Source: an optimization exercise on an open RTL-to-GDS flow (aim: small area, a short achievable clock period and few clock cycles per item). Production flows keep margins and buffers that such runs may drop. The RTL of this run was laid out without a check of its function.

==> flow/run.sh <==
#!/bin/bash
# synth_recipe.tcl (not shown) runs the flow's synth.tcl, then flattens the netlist and writes it again
# the make line also repeats each setting of config.mk as NAME=value (left out here)
make -C /OpenROAD-flow-scripts/flow DESIGN_CONFIG=/design/flow/config.mk WORK_HOME=/design/flow/orfs CLKGATE_MAP_FILE= SYNTH_SCRIPT=/design/flow/synth_recipe.tcl finish
==> flow/config.mk <==
export PLATFORM = sky130hd
export DESIGN_NAME = dch_lin
export DESIGN_NICKNAME = dch_lin
export VERILOG_FILES = /design/flow/design.v
export SDC_FILE = /design/flow/constraint.sdc
export NUM_CORES = 4
export LEC_CHECK = 0
export CAP_MARGIN = 20
export CORE_MARGIN = 2
export CORE_UTILIZATION = 30
export PLACE_DENSITY = 0.45
export SLEW_MARGIN = 20
==> flow/constraint.sdc <==
create_clock -name core_clock -period 34.0 [get_ports {clk}]
set_input_delay 6.8000 -clock core_clock [delete_from_list [all_inputs] [get_ports {clk}]]
set_output_delay 6.8000 -clock core_clock [all_outputs]
set_load 0.01 [all_outputs]
==> flow/design.v <==
module lin_fma32 (
    input  wire [31:0] a,
    input  wire [31:0] b,
    input  wire [31:0] c,
    output reg  [31:0] y
);
    localparam [31:0] QNAN = 32'h7FC0_0000;
    wire        sa = a[31], sb = b[31], sc = c[31];
    wire [7:0]  ea = a[30:23], eb = b[30:23], ec = c[30:23];
    wire [22:0] fa = a[22:0], fb = b[22:0], fc = c[22:0];
    wire a_nan  = (ea == 8'hFF) && (fa != 0);
    wire b_nan  = (eb == 8'hFF) && (fb != 0);
    wire c_nan  = (ec == 8'hFF) && (fc != 0);
    wire a_inf  = (ea == 8'hFF) && (fa == 0);
    wire b_inf  = (eb == 8'hFF) && (fb == 0);
    wire c_inf  = (ec == 8'hFF) && (fc == 0);
    wire a_zero = (ea == 0) && (fa == 0);
    wire b_zero = (eb == 0) && (fb == 0);
    wire c_zero = (ec == 0) && (fc == 0);
    wire [23:0] ma = {ea != 0, fa};
    wire [23:0] mb = {eb != 0, fb};
    wire [23:0] mc = {ec != 0, fc};
    wire signed [10:0] xa = (ea == 0) ? 11'sd1 : $signed({3'b000, ea});
    wire signed [10:0] xb = (eb == 0) ? 11'sd1 : $signed({3'b000, eb});
    wire signed [10:0] xc = (ec == 0) ? 11'sd1 : $signed({3'b000, ec});
    wire        sp = sa ^ sb;                  
    wire [47:0] prod = ma * mb;                
    wire signed [10:0] pe = xa + xb - 11'sd300;
    wire signed [10:0] d  = xc - xa - xb + 11'sd150;
    wire [75:0] pw_full = {26'd0, prod, 2'b00};
    wire        drop_p  = (d > 11'sd50) && !c_zero;    
    wire signed [10:0] kc = d + 11'sd2;                
    reg [75:0] pw, cw;
    reg        p_st, c_st;
    reg [5:0]  rs;
    always @* begin
        pw   = pw_full;
        p_st = 1'b0;
        cw   = 76'd0;
        c_st = 1'b0;
        rs   = 6'd0;
        if (drop_p) begin
            pw   = 76'd0;
            p_st = 1'b1;
            cw   = {mc, 52'd0};
        end else if (kc >= 0) begin
            cw = {52'd0, mc} << kc[5:0];
        end else if (kc > -11'sd24) begin
            rs   = 6'd0 - kc[5:0];
            cw   = {52'd0, mc >> rs};
            c_st = |(mc & ~({24{1'b1}} << rs));
        end else begin
            c_st = (mc != 0);
        end
    end
    wire        sub   = sp ^ sc;
    wire        c_big = (cw > pw) || p_st;
    reg  [75:0] mag;
    reg         st;
    reg         rsgn;
    always @* begin
        st = p_st | c_st;
        if (!sub) begin
            mag  = pw + cw;
            rsgn = sp;
        end else if (c_big) begin
            mag  = cw - pw - {75'd0, p_st};
            rsgn = sc;
        end else begin
            mag  = pw - cw - {75'd0, c_st};
            rsgn = sp;
        end
    end
    reg [6:0] lead;
    integer   i;
    always @* begin
        lead = 7'd0;
        for (i = 0; i < 76; i = i + 1)
            if (mag[i]) lead = i[6:0];
    end
    wire signed [11:0] lsb_n = $signed({5'd0, lead}) - 12'sd23;
    wire signed [10:0] pw_e  = drop_p ? (xc - 11'sd200) : pe;
    wire signed [11:0] lsb_s = -12'sd147 - {pw_e[10], pw_e};
    wire signed [11:0] lsbp  = (lsb_n > lsb_s) ? lsb_n : lsb_s;
    reg [24:0] kept;
    reg        rb, sb2;
    reg [7:0]  sh;
    reg [75:0] below;
    wire [75:0] shd = mag >> lsbp[7:0];
    always @* begin
        kept  = 25'd0;
        rb    = 1'b0;
        sb2   = st;
        below = 76'd0;
        sh    = 8'd0;
        if (lsbp < 0) begin
            sh   = 8'd0 - lsbp[7:0];
            kept = {1'b0, mag[23:0] << sh[4:0]};
        end else if (lsbp > 12'sd76) begin
            sb2 = st | (mag != 0);
        end else begin
            sh    = lsbp[7:0];
            kept  = {1'b0, shd[23:0]};
            if (sh != 0) begin
                rb    = mag[sh - 8'd1];
                below = mag & ~({76{1'b1}} << (sh - 8'd1));
            end
            sb2 = st | (below != 0);
        end
        if (rb && (sb2 || kept[0]))
            kept = kept + 25'd1;
    end
    wire signed [11:0] ebase = lsbp + {pw_e[10], pw_e} + 12'sd148;
    reg  signed [11:0] efin;
    reg  [22:0]        frac;
    always @* begin
        if (kept[24]) begin
            efin = ebase + 12'sd1;
            frac = kept[23:1];
        end else if (kept[23]) begin
            efin = ebase;
            frac = kept[22:0];
        end else begin
            efin = 12'sd0;
            frac = kept[22:0];
        end
    end
    always @* begin
        if (a_nan || b_nan || c_nan)
            y = QNAN;
        else if ((a_inf && b_zero) || (b_inf && a_zero))
            y = QNAN;
        else if (a_inf || b_inf) begin
            if (c_inf && (sc != sp)) y = QNAN;
            else                     y = {sp, 8'hFF, 23'd0};
        end else if (c_inf)
            y = c;
        else if (a_zero || b_zero) begin
            if (c_zero) y = {sp & sc, 31'd0};
            else        y = c;
        end else if ((mag == 0) && !st)
            y = 32'd0;
        else if (efin >= 12'sd255)
            y = {rsgn, 8'hFF, 23'd0};
        else
            y = {rsgn, efin[7:0], frac};
    end
endmodule
module dch_lin (
    input  wire        clk,
    input  wire        rst,          
    input  wire        cfg_we,
    input  wire [4:0]  cfg_addr,
    input  wire [31:0] cfg_wdata,
    input  wire        in_valid,
    output wire        in_ready,
    input  wire [31:0] in_x,
    input  wire [31:0] in_t,
    input  wire [1:0]  in_tag,
    output reg         out_valid,
    output reg  [31:0] out_y,
    output reg  [1:0]  out_tag,
    output reg         out_sat
);
    localparam [31:0] ONE      = 32'h3F80_0000;
    localparam [31:0] YMIN_RST = 32'hFF61_B1E6;    
    localparam [31:0] YMAX_RST = 32'h7F61_B1E6;    
    localparam [1:0]  TAG_OVERRANGE = 2'd2;
    localparam [2:0] S_IDLE = 3'd0,
                     S_TSUB = 3'd1,
                     S_XH   = 3'd2,
                     S_TH   = 3'd3,
                     S_OUT  = 3'd4;
    reg [31:0] coef [0:23];         
    reg [2:0]  ordx;
    reg [1:0]  ordt;
    reg [31:0] tref, ymin, ymax;
    integer k;
    always @(posedge clk) begin
        if (rst) begin
            for (k = 0; k < 24; k = k + 1)
                coef[k] <= 32'd0;
            ordx <= 3'd0;
            ordt <= 2'd0;
            tref <= 32'd0;
            ymin <= YMIN_RST;
            ymax <= YMAX_RST;
        end else if (cfg_we) begin
            if (cfg_addr < 5'd24)
                coef[cfg_addr] <= cfg_wdata;
            else if (cfg_addr == 5'd24) begin
                ordx <= cfg_wdata[2:0];
                ordt <= cfg_wdata[9:8];
            end else if (cfg_addr == 5'd25)
                tref <= cfg_wdata;
            else if (cfg_addr == 5'd26)
                ymin <= cfg_wdata;
            else if (cfg_addr == 5'd27)
                ymax <= cfg_wdata;
        end
    end
    reg [2:0]  state;
    reg [31:0] x_r, temp_r, t_r;
    reg [1:0]  tag_r;
    reg [2:0]  i_r;                 
    reg [1:0]  j_r;                 
    reg [31:0] acc;
    reg [31:0] p [0:3];             
    assign in_ready = (state == S_IDLE);
    reg  [31:0] fa, fb, fc;
    wire [31:0] fy;
    lin_fma32 u_fma (.a(fa), .b(fb), .c(fc), .y(fy));
    wire [4:0] idx_top = {ordx[2:0], 2'b00} + {3'd0, j_r};    
    wire [4:0] idx_cur = {i_r, 2'b00} + {3'd0, j_r};          
    always @* begin
        fa = acc;
        fb = x_r;
        fc = coef[idx_cur];
        case (state)
            S_TSUB: begin
                fa = temp_r;
                fb = ONE;
                fc = {~tref[31], tref[30:0]};
            end
            S_XH: begin
                fa = (i_r == ordx - 3'd1) ? coef[idx_top] : acc;
                fb = x_r;
                fc = coef[idx_cur];
            end
            S_TH: begin
                fa = (j_r == ordt - 2'd1) ? p[ordt] : acc;
                fb = t_r;
                fc = p[j_r];
            end
            default: ;
        endcase
    end
    wire [31:0] y_pre = (ordt == 2'd0) ? p[0] : acc;
    wire        y_nan = (y_pre[30:23] == 8'hFF) && (y_pre[22:0] != 0);
    wire [31:0] key_y    = (y_pre[30:0] == 0) ? 32'h8000_0000 :
                           y_pre[31] ? ~y_pre : {1'b1, y_pre[30:0]};
    wire [31:0] key_ymin = (ymin[30:0] == 0) ? 32'h8000_0000 :
                           ymin[31] ? ~ymin : {1'b1, ymin[30:0]};
    wire [31:0] key_ymax = (ymax[30:0] == 0) ? 32'h8000_0000 :
                           ymax[31] ? ~ymax : {1'b1, ymax[30:0]};
    wire        y_hi = y_nan || (key_y > key_ymax);
    wire        y_lo = !y_nan && (key_y < key_ymin);
    always @(posedge clk) begin
        if (rst) begin
            state     <= S_IDLE;
            out_valid <= 1'b0;
        end else begin
            out_valid <= 1'b0;
            case (state)
                S_IDLE: if (in_valid) begin
                    x_r    <= in_x;
                    temp_r <= in_t;
                    tag_r  <= in_tag;
                    i_r    <= ordx - 3'd1;
                    j_r    <= 2'd0;
                    state  <= (ordt != 2'd0) ? S_TSUB : S_XH;
                end
                S_TSUB: begin
                    t_r   <= fy;
                    state <= S_XH;
                end
                S_XH: begin
                    if (ordx == 3'd0) begin
                        p[j_r] <= coef[{3'd0, j_r}];
                    end else begin
                        acc <= fy;
                        if (i_r == 3'd0) p[j_r] <= fy;
                    end
                    if (ordx == 3'd0 || i_r == 3'd0) begin
                        i_r <= ordx - 3'd1;
                        if (j_r == ordt) begin
                            j_r   <= ordt - 2'd1;
                            state <= (ordt != 2'd0) ? S_TH : S_OUT;
                        end else begin
                            j_r <= j_r + 2'd1;
                        end
                    end else begin
                        i_r <= i_r - 3'd1;
                    end
                end
                S_TH: begin
                    acc <= fy;
                    if (j_r == 2'd0) state <= S_OUT;
                    else             j_r   <= j_r - 2'd1;
                end
                S_OUT: begin
                    out_valid <= 1'b1;
                    out_sat   <= y_hi || y_lo;
                    out_y     <= y_hi ? ymax : (y_lo ? ymin : y_pre);
                    if (y_hi || y_lo)
                        out_tag <= (tag_r > TAG_OVERRANGE) ? tag_r : TAG_OVERRANGE;
                    else
                        out_tag <= tag_r;
                    state <= S_IDLE;
                end
                default: state <= S_IDLE;
            endcase
        end
    end
endmodule
==> summary.txt <==
Run status
  • Outcome: timing/DRC/antenna clean

Clock tree
  • CTS sink cnt: 1431
  • Clock Latency Late Sink: 0.86 ns
  • CTS tree: done
  • Total CTS buffers: 158
  • Setup Buffers After CTS: 0
  • Hold_buf cts: 0
  • Clock transition at the registers of the reported paths: 0.06 ns
  • Root Driver: clkbuf_16
  • Clock Tree Buf Depth: 4
  • H-tree depth: 4

Yosys
  • Post-synth top cells: nand2_1 (1381), edfxtp_1 (1322), inv_1 (1094)
  • Syn Inst Count: 12695
  • Post-synth EDFFs: 1322
  • Post-synthesis sequential area ratio: 0.336
  • Count leader, synth: nand2_1
  • Main flop type after synthesis: edfxtp_1
  • Asr flop ratio synth: 0
  • Synthesis Warnings: 2
  • Synthesized flop and latch total: 1431
  • Synth cell types: 128
  • Mapped cell area: 125000 µm²
  • Top cell type's share of synthesized area: 0.318
  • Synth area leader: edfxtp_1
  • Mapped Avg Cell Area: 9.83 µm²
  • Top cells by area, synth: edfxtp_1 (32%), fa_1 (8.3%), mux4_2 (7.1%), ha_1 (6.8%), and2_1 (5.1%)

Timing
  • Final Skew: 0.0698 ns
  • Worst-Margin Slew: 1.32 ns
  • Period utilization: 0.942
  • Max-Slew Margin vs Limit: 0.115
  • Min Clock Period, post-route: 32.02 ns
  • Achievable Freq: 0.0312 GHz
  • Hold Violations, Final: 0
  • RSZ-0062 raised after global routing: false
  • Final setup TNS: 0 ns
  • Final setup viols: 0
  • Max-slew violations: 0

Floorplanning
  • Die height: 649 µm
  • Cell Rows: 236
  • Initial Util: 0.302
  • Die ar.: 421000 µm²
  • IO Count: 144
  • Core Footprint: 414000 µm²
  • Die Width: 649 µm

Final layout
  • Share of post-route cells with drive strength above 1: 0.120
  • Finished Core Util: 0.336
  • Nets@finish: 14152
  • Layout filler cell count: 42388
  • Area delta synth->final: 11.4%

Min path
  • HP Class: reg -> reg

Setup path
  • Critical Path RT: 34.60 ns
  • Worst-path fanout max: 40
  • WP data arrival: 32.62 ns
  • Crit-path slowest cell: or4_1
  • CP endpoint kind: flop
  • Crit path launch type: flop
  • CP most frequent cell: o21ai_0
  • CP peak stage delay: 0.81 ns
  • Setup CP Type: reg -> reg

Detailed routing
  • Via density: 5.66
  • Pre-Repair DR Iteration Count: 9
  • WL final: 583000 µm
  • Final ANT Viol Nets: 0
  • Initial DRC count: 12514
  • DRC Markers: 0
  • Via Count: 104518
  • WL/cell: 31.6 µm

Global route
  • Vias in the first global route: 101225
  • First-pass GRT wire length: 813000 µm
  • Largest net degree at the start of global routing: 115
  • Overflow after GRT: 0
  • Gr usage total: 0.268
  • Initial antenna violation count: 37

Place
  • Dpl hpwl: 437000 µm
  • GPL Wtd Cong: 1.00
  • I/O Buffers: 143

Run
  • MaxCap Viol Count: 0
==> through the flow <==
stage	worst slack, ns	hold WS (ns)	cell area (µm²)	std cells
after floorplan	6.37	0.432	126000	12950
after global placement	2.91	0.439	134000	18162
after detailed placement	2.67	0.442	134000	18165
after CTS	2.47	0.450	139000	18438
after global routing	0.0747	0.462	139000	18440
final	1.98	0.453	139000	18453
==> final timing paths <==
path,cells past startpoint,slack [ns],endpoint,start
worst max-delay path,109,1.98,p[3][17]$_DFFE_PP_,j_r[0]$_DFFE_PP_
worst min-delay path,2,0.45,tref[30]$_SDFFE_PP0P_,tref[30]$_SDFFE_PP0P_
worst max register to register,109,1.98,p[3][17]$_DFFE_PP_,j_r[0]$_DFFE_PP_
worst min register to register,2,0.45,tref[30]$_SDFFE_PP0P_,tref[30]$_SDFFE_PP0P_
==> registers in the layout, summed over array words and instances (netlist names), named ones only <==
signal     count
out_sat        1
acc           32
ordt           2
tag_r          2
ordx           3
out_tag        2
out_y         32
p            128
temp_r        32
ymax          32
coef        1024
tref          32
out_valid      1
x_r           32
i_r            3
t_r           32
ymin          32
j_r            2
state          3
==> placed cells by master (no fill, tap or decap), drive strengths merged, types with 99 or more instances in the layout <==
master,n
dfxtp,109
nor3,225
a211oi,197
nand2b,99
fa,517
and2,1020
clkbuf,208
o21ai,474
nor2,756
mux2i,293
nand3,229
clkdlybuf4s50,123
nand4,100
edfxtp,1322
mux2,210
mux4,394
xnor2,229
xor2,129
buf,427
nand2,1383
ha,676
inv,1115
a21oi,581
conb,256
o211ai,129
==> critical path, delay by kind of cell (launching register included) <==
| kind | cells | cell delay, ns |
|---|---|---|
| fa+ha+maj | 12 | 4.38 |
| xor+xnor | 2 | 0.40 |
| mux | 4 | 1.77 |
| simple gates | 11 | 3.83 |
| buf+inv | 14 | 3.65 |
| compound gates | 66 | 16.99 |
| flops | 1 | 0.53 |
==> kinds of logic after synthesis <==
logic type	count (synthesis)	share of synthesized area
buffers and inverters	1922	0.0614
other	1	0.0000300
AND/OR/NAND/NOR	4349	0.174
flip-flops	1431	0.336
adder cells (fa/ha/maj)	1194	0.151
multiplexers	897	0.114
AO/OA/AOI/OAI	2542	0.140
XOR/XNOR	359	0.0255
==> area by class of cell <==
type / count / area (µm²) / area share
multi-input cells: 9598 / 76900 / 0.553
flip-flops and latches: 1431 / 41900 / 0.301
well taps: 5474 / 6850 / 0.0492
repair buffers: 550 / 4460 / 0.0321
clock buffers: 208 / 4300 / 0.0309
inverters: 1113 / 4180 / 0.0300
clock inverters: 65 / 457 / 0.00328
diodes: 14 / 35.0 / 0.000252
==> routing by layer <==
layer  up-vias  share of wire  track usage  wire length, µm
met5         -        0.00019            0              112
met1     53079           0.41        0.351           241000
met4        16          0.062        0.134            36000
met2      4783           0.45        0.431           264000
met3      1077          0.071       0.0390            41600
li1      45563              -            -                -
==> what timing repair did <==
item / CTS / global route
gates resized for setup: 0 / 4
hold endpoints to repair: 0 / 0
setup endpoints to repair: 0 / 16

-- re-timing with driven ports --
No port has a modelled driver above. Below, the same layout with a new extraction and two added sets of constraints.
Step 1 sets driving cells, clkbuf_16 on the clock port and buf_2 on the other inputs (assumed; they add their load-dependent delay and slew).
Step 2 times the ports against the registers' clock, not the clock port: input delays grow and output delays shrink by t, the midpoint of the rising clock arrivals with the driver on.
a / b / c = no drivers / after step 1 / after step 2; a / b = the first two.
t, ns: 0.907
slack for setup (ns): 1.980 / 1.980 / 1.980
worst hold slack (ns): 0.453 / 0.453 / 0.453
latest minus earliest clock arrival (ns): 0.070 / 0.069
slew at the worst register clock pin (ns): 0.07 / 0.07
After both steps setup and hold are still met in this run. For this run, drivers alone change the setup slack by 0.000 ns; drivers and shift together by 0.000 ns.
